What follows belongs to an exercise in optimizing a design on an open flow for small area, a short achievable clock period and few clock cycles per item; a production flow would make more cautious choices.
At most, simulation tests tie the RTL to the original design; equivalence was not proved.
Power figures rest on the tool's default switching activity, not on a simulated workload.

## flow_hash
module flow_hash (
    input  wire         clk,
    input  wire         rst,         
    input  wire         in_valid,
    output wire         in_ready,
    input  wire [1:0]   in_op,       
    input  wire [3:0]   in_len,      
    input  wire         in_frag,     
    input  wire [31:0]  in_seed,
    input  wire [511:0] in_words,    
    output wire         out_valid,
    input  wire         out_ready,
    output wire [31:0]  out_hash
);
Size: roughly 3200 cells after synthesis, roughly 100 flip-flops, about 590 I/O pins.
==> flow/config.mk <==
export PLATFORM = sky130hd
export DESIGN_NAME = flow_hash
export DESIGN_NICKNAME = flow_hash
export VERILOG_FILES = /design/flow/design.v
export SDC_FILE = /design/flow/constraint.sdc
export NUM_CORES = 4
export LEC_CHECK = 0
export CAP_MARGIN = 20
export CORE_MARGIN = 2
export CORE_UTILIZATION = 40
export SLEW_MARGIN = 20
==> flow/constraint.sdc <==
create_clock -name core_clock -period 8.0 [get_ports {clk}]
set_input_delay 1.6000 -clock core_clock [delete_from_list [all_inputs] [get_ports {clk}]]
set_output_delay 1.6000 -clock core_clock [all_outputs]
set_load 0.01 [all_outputs]
standard.sh (not shown) runs the stock make flow with config.mk's settings and CLKGATE_MAP_FILE= SYNTH_SCRIPT=/design/flow/synth_recipe.tcl, a recipe that flattens the netlist after the stock synthesis.
==> flow/flow/run.sh <==
#!/bin/bash
# Own layout flow: the standard layout (standard.sh: ORFS synthesis to
# final layout, unchanged), except that the port buffers that global
# placement inserts on every input and output are the platform's smallest
# plain buffer (buf_1) instead of the clkdlybuf4s50_1 delay cell that
# buffer_ports picks by default.  Repair may still resize them.
set -euo pipefail
export BUFFER_PORTS_ARGS="-buffer_cell sky130_fd_sc_hd__buf_1"
bash standard.sh finish > standard_flow.log 2>&1
The first run ran to the end with no violations.
Next try:
Settings changed: SETUP_SLACK_MARGIN set to 4.0, TNS_END_PERCENT set to 0.
After rerunning: The changed run completed without violations. Combinational power rose by about 4%. Critical path depth fell by 3. Global-route usage rose by 0.46 points. Register-to-register slack is better by 1.2 ns. Area after synthesis is unchanged. Count of clock-buffer cells in the layout stays the same. Final area rose by 4.0%. Non-clock buffer count rose by 44. First-iteration DRC count rose by 5.3%.
No functional check of the RTL was part of any run of this note.

========
## 01-21
Another version of the RTL of flow_hash (not shown whole).
For scale: roughly 24000 sq um of cells after synthesis.
clock: 8.0 ns
lec_check: 0
cap_margin: 20
core_margin: 2
core_utilization: 40
setup_slack_margin: 3.6
slew_margin: 20
tns_end_percent: 20
Scripts as last shown in full above: flow/flow/run.sh
Changes in 12-06 relative to 01-21:
Settings: swapping 3.6 for 4.0 in SETUP_SLACK_MARGIN; swapping 20 for 0 in TNS_END_PERCENT.
==> run summary <==
12-06 | status: complete | timing, DRC, antenna: pass. Run comparison: 12-06 startpoint-to-endpoint class of the critical path in -> reg; 01-21 startpoint-to-endpoint class of the critical path reg -> reg. Compared with 01-21, in 12-06 post-route cell area went down about 2.6%; end-of-flow core utilization went down 1.3 points. 01-21 → 12-06: met2 wire length -4.8%, share of power burned in combinational logic -0.4 points, share of cell area taken by multi-input logic gates +0.93 points.
No functional check of the RTL was part of any run of this note.

========
run A:
Another version of the RTL of flow_hash (not shown whole).
Size: about 2800 cells after synthesis, ~110 flip-flops, roughly 590 I/O pins.
==> flow/config.mk <==
export PLATFORM = sky130hd
export DESIGN_NAME = flow_hash
export DESIGN_NICKNAME = flow_hash
export VERILOG_FILES = /design/flow/design.v
export SDC_FILE = /design/flow/constraint.sdc
export NUM_CORES = 4
export LEC_CHECK = 0
export CAP_MARGIN = 0
export CORE_MARGIN = 2
export CORE_UTILIZATION = 40
export SETUP_SLACK_MARGIN = 3.4
export SLEW_MARGIN = 0
export TNS_END_PERCENT = 100
==> flow/constraint.sdc <==
create_clock -name core_clock -period 8.0 [get_ports {clk}]
set_input_delay 1.6000 -clock core_clock [delete_from_list [all_inputs] [get_ports {clk}]]
set_output_delay 1.6000 -clock core_clock [all_outputs]
set_load 0.01 [all_outputs]
Scripts as last shown in full above: flow/flow/run.sh
Testbench counts of run A, summed over its fixed seeds: cycles 9,624, items 9,600.
## Diff of input files: run B against run A
- a change of CORE_UTILIZATION from 40 to 35
- a change of SETUP_SLACK_MARGIN from 3.4 to 3.5
[summary]
Summary: worst hold slack, run B worse than run A. Taking run A as the reference point, the met1 track utilization from global routing of run B falls by 7.7 points. Via count: run B > run A. Fmax in run B vs run A: up 2.8 MHz. Run B: met3 routing resource usage after global routing lower than run A. Between run A and run B, the flow reports global-route wire length before repair increasing by a few percent. Looking at post-CTS setup repair buffer count across run B and run A, the one that comes out lower is run A. For the first-iteration DRC count, run B came in about 10% lower than run A did.
> inputs changed (run B -> run C)
- SETUP_SLACK_MARGIN: 3.5 -> 3.7
- CORE_UTILIZATION: 35 -> 40
--- outcome ---
Run C ran to completion and came out clean on the timing, design-rule and antenna checks. Run C against run B: data arrival time at the worst-slack endpoint did not really move, detailed route wirelength on metal2 moved down, cell area after layout shows no meaningful change, buffer and inverter count on the worst path comparable, highest ir drop seen on vdd moved up. Final-layout clock-cell area share: run B vs run C, no meaningful difference.
Setup changes, run C to run D
- an added CELL_PAD_IN_SITES_GLOBAL_PLACEMENT of 0
- a change of SETUP_SLACK_MARGIN from 3.7 to 3.5
- an added CELL_PAD_IN_SITES_DETAIL_PLACEMENT of 0
==> comparison <==
Critical path depth, run D and run C: lower on run C. Run C -> run D: net count reported at finish decreased slightly. Run D has cell-internal power below what run C had. Looking at global-route wire length before repair, run D sits 0.83% below run C. Proportion of final cell area spent on non-clock buffers in run D is 0.73 points below run C. Overall power, run D and run C, lower one = run D. Setup clock skew after layout: run C vs run D, no meaningful difference. Diff run C -> run D | leakage power | decrease of about 1.3%. From run C to run D the numbers moved as follows: maximum net fanout on the critical path fell 4; number of buffers and inverters on the critical path now larger; register share of the cell area rose 0.17 points.
Inputs modified between run D and run E:
- clearing CELL_PAD_IN_SITES_DETAIL_PLACEMENT, which used to be 0
- clearing CELL_PAD_IN_SITES_GLOBAL_PLACEMENT, which used to be 0
Results
- As far as synthesized cell count goes, run D and run E are indistinguishable; the numbers are identical.
- From run D to run E the numbers moved as follows: via count has remained practically unchanged, inserted tap cell count roughly the same, synthesized-area fraction occupied by and/or/nand/nor cells saw little to no change, critical path depth neither gained nor lost much.
- Maximum frequency came out exactly the same in run E and run D.
## Diff of input files: run F against run E
- a change of SETUP_SLACK_MARGIN from 3.5 to 3.8
- a change of TNS_END_PERCENT from 100 to 10
Run E → run F: initial antenna violation count moved down, number of detailed-route iterations in the first pass rose by 1. Run F vs. run E: total design power increased by 3.3% relative to the old numbers, critical path depth down 3, post-layout instance area now larger. Run F ended up with g1[1] as its end point of the critical path; run E ended up with g1[14]. For worst hold margin, run E and run F come out practically identical.

========
== build 39 ==
flow_hash again, from the RTL that the note above started with.
// flow_hash
module flow_hash (
    input  wire         clk,
    input  wire         rst,         
    input  wire         in_valid,
    output wire         in_ready,
    input  wire [1:0]   in_op,       
    input  wire [3:0]   in_len,      
    input  wire         in_frag,     
    input  wire [31:0]  in_seed,
    input  wire [511:0] in_words,    
    output wire         out_valid,
    input  wire         out_ready,
    output wire [31:0]  out_hash
);
    wire [31:0] w0 = in_words[31:0];
    wire [31:0] w1 = in_words[63:32];
    wire [31:0] w2 = in_words[95:64];
    wire [31:0] w3 = in_words[127:96];
    wire [31:0] w4 = in_words[159:128];
    wire [31:0] w5 = in_words[191:160];
    wire [31:0] w6 = in_words[223:192];
    wire [31:0] w7 = in_words[255:224];
    wire [31:0] w8 = in_words[287:256];
    wire [31:0] w9 = in_words[319:288];
    wire [31:0] w10 = in_words[351:320];
    wire [31:0] w11 = in_words[383:352];
    wire [31:0] w12 = in_words[415:384];
    wire [31:0] w13 = in_words[447:416];
    wire [31:0] w14 = in_words[479:448];
    wire [31:0] w15 = in_words[511:480];
    wire op_hash = (in_op == 2'd0);
    wire op_hsy4 = (in_op == 2'd1);
    wire op_hsy6 = in_op[1];
    wire [31:0] cm = in_op[0] ? w1 : w4;
    wire [31:0] pw = in_op[0] ? w2 : w8;
    wire tgt, teq, mgt, meq, pgt;
    wire [31:0] ct_g0 = w0 & ~cm;
    wire [31:0] ct_e0 = ~(w0 ^ cm);
    wire [15:0] ct_g1, ct_e1;
    assign ct_g1[0] = ct_g0[1] | (ct_e0[1] & ct_g0[0]);
    assign ct_e1[0] = ct_e0[1] & ct_e0[0];
    assign ct_g1[1] = ct_g0[3] | (ct_e0[3] & ct_g0[2]);
    assign ct_e1[1] = ct_e0[3] & ct_e0[2];
    assign ct_g1[2] = ct_g0[5] | (ct_e0[5] & ct_g0[4]);
    assign ct_e1[2] = ct_e0[5] & ct_e0[4];
    assign ct_g1[3] = ct_g0[7] | (ct_e0[7] & ct_g0[6]);
    assign ct_e1[3] = ct_e0[7] & ct_e0[6];
    assign ct_g1[4] = ct_g0[9] | (ct_e0[9] & ct_g0[8]);
    assign ct_e1[4] = ct_e0[9] & ct_e0[8];
    assign ct_g1[5] = ct_g0[11] | (ct_e0[11] & ct_g0[10]);
    assign ct_e1[5] = ct_e0[11] & ct_e0[10];
    assign ct_g1[6] = ct_g0[13] | (ct_e0[13] & ct_g0[12]);
    assign ct_e1[6] = ct_e0[13] & ct_e0[12];
    assign ct_g1[7] = ct_g0[15] | (ct_e0[15] & ct_g0[14]);
  ...
export LEC_CHECK = 0
export CAP_MARGIN = 0
export CORE_MARGIN = 2
export CORE_UTILIZATION = 45
export SETUP_SLACK_MARGIN = 3.5
export SLEW_MARGIN = 0
export TNS_END_PERCENT = 100
create_clock -name core_clock -period 8.0 [get_ports {clk}]
Scripts as last shown in full above: flow/flow/run.sh
Build 39 ended with every stage complete and zero timing, DRC or antenna violations.
Testbench counts of build 39, summed over its fixed seeds: cycles 9,624, items 9,600.
Relative to build 39, the following input files were edited for build 32:
- SETUP_SLACK_MARGIN changed from 3.5 to 3.6
- GPL_ROUTABILITY_DRIVEN newly set to 0
- CORE_UTILIZATION changed from 45 to 40
Notes after the runs:
- The run showing the greater via count normalized by instance count is build 39.
- NOTE total met3 wirelength after detailed routing build 39->build 32 increased by a few percent
- Compared to build 39, build 32 has fraction of power consumed by combinational cells 0.5 points lower.
- Build 39 has a lower area growth from synthesis to layout than build 32.
- Min count of clock-buffer cells in the layout across build 32 and build 39: build 32
- Measured against build 32, the number of fillers in the final layout of build 39 comes out at 0.873 times the reference value.
- Diff build 39 -> build 32 | area of the core | up by more than 10%
- Routed wire length, build 32 and build 39: larger value in build 39
- From build 39 to build 32 the numbers moved as follows: part of the total power dissipated in the clock network saw little to no change; post-layout net count saw an increase; number of buffers other than clock buffers in the final layout saw an increase.
Inputs modified between build 32 and build 92:
- swapping 3.6 for 3.7 in SETUP_SLACK_MARGIN
- clearing GPL_ROUTABILITY_DRIVEN, which used to be 0
- swapping 100 for 30 in TNS_END_PERCENT
## What came out
Build 92 and build 32 all finish clean. Compared with build 32, in build 92 clock-buffer cell count was more or less identical, mean routed wirelength per cell went up by 5.8%, synthesis-to-layout area growth went down by 0.40 points. Going from build 32 to build 92, logic gate share of total power grows by 0.3 points.
Input changes introduced in build 23 (baseline for comparison: build 92):
- putting GPL_ROUTABILITY_DRIVEN at 0 where nothing was set
- swapping 3.7 for 3.5 in SETUP_SLACK_MARGIN
- swapping 30 for 100 in TNS_END_PERCENT
Diff build 23..build 92 | basic-gate share of the synthesized area counting and, or, nand and nor cells | unchanged
Build 23 ends up with a pre-CTS worst setup slack that is 0.064 ns lower than in build 92.
Build 23 against build 92: fraction of cell area in non-clock buffers shrank by 2.0 points, number of H-tree branching levels held steady, total power shrank by 6.1%, sequential share of layout area grew by 0.50 points.

-- what the ideal ports hide --
The results above use ideal ports. As a check the final layouts listed here were re-extracted and re-timed, cells and wires unchanged. Step 1 assumes that a clkbuf_16 drives the clock port and a buf_2 every other input. Step 2 times the ports against the registers' clock, not the clock port: input delays grow and output delays shrink by t, the midpoint of the rising clock arrivals with the driver on. Slacks: ideal ports / drivers / drivers and shift; pairs: ideal ports / drivers.
run | shift t [ns] | slack for setup (ns) | clock arrival spread, ns | worst register clock-pin slew, ns
the first run of note 1 | 0.431 | 2.111 / 2.111 / 1.821 | 0.022 / 0.021 | 0.10 / 0.10
the second run of note 1 | 0.435 | 3.271 / 3.301 / 2.866 | 0.019 / 0.020 | 0.09 / 0.09
01-21 | 0.445 | 3.452 / 3.452 / 3.036 | 0.022 / 0.022 | 0.09 / 0.09
12-06 | 0.447 | 3.407 / 3.433 / 2.986 | 0.030 / 0.030 | 0.10 / 0.10
run A | 0.418 | 3.386 / 3.269 / 2.851 | 0.019 / 0.018 | 0.09 / 0.09
run B | 0.431 | 3.445 / 3.250 / 2.819 | 0.021 / 0.022 | 0.09 / 0.09
run C | 0.422 | 3.458 / 3.263 / 2.840 | 0.021 / 0.021 | 0.10 / 0.10
run D | 0.424 | 3.452 / 3.285 / 2.861 | 0.021 / 0.021 | 0.09 / 0.09
run E | 0.424 | 3.452 / 3.285 / 2.861 | 0.021 / 0.021 | 0.09 / 0.09
run F | 0.437 | 3.485 / 3.162 / 2.725 | 0.016 / 0.016 | 0.09 / 0.09
build 39 | 0.421 | 3.359 / 3.190 / 2.768 | 0.016 / 0.015 | 0.08 / 0.08
build 32 | 0.422 | 3.322 / 3.275 / 2.853 | 0.016 / 0.017 | 0.09 / 0.09
build 92 | 0.437 | 3.425 / 3.183 / 2.746 | 0.016 / 0.016 | 0.09 / 0.09
build 23 | 0.414 | 3.403 / 3.339 / 2.925 | 0.014 / 0.014 | 0.09 / 0.09
After both steps every run listed still meets setup and hold. The setup slack of run F, which loses most, moves by -0.323 ns with the drivers and by -0.760 ns with both steps.
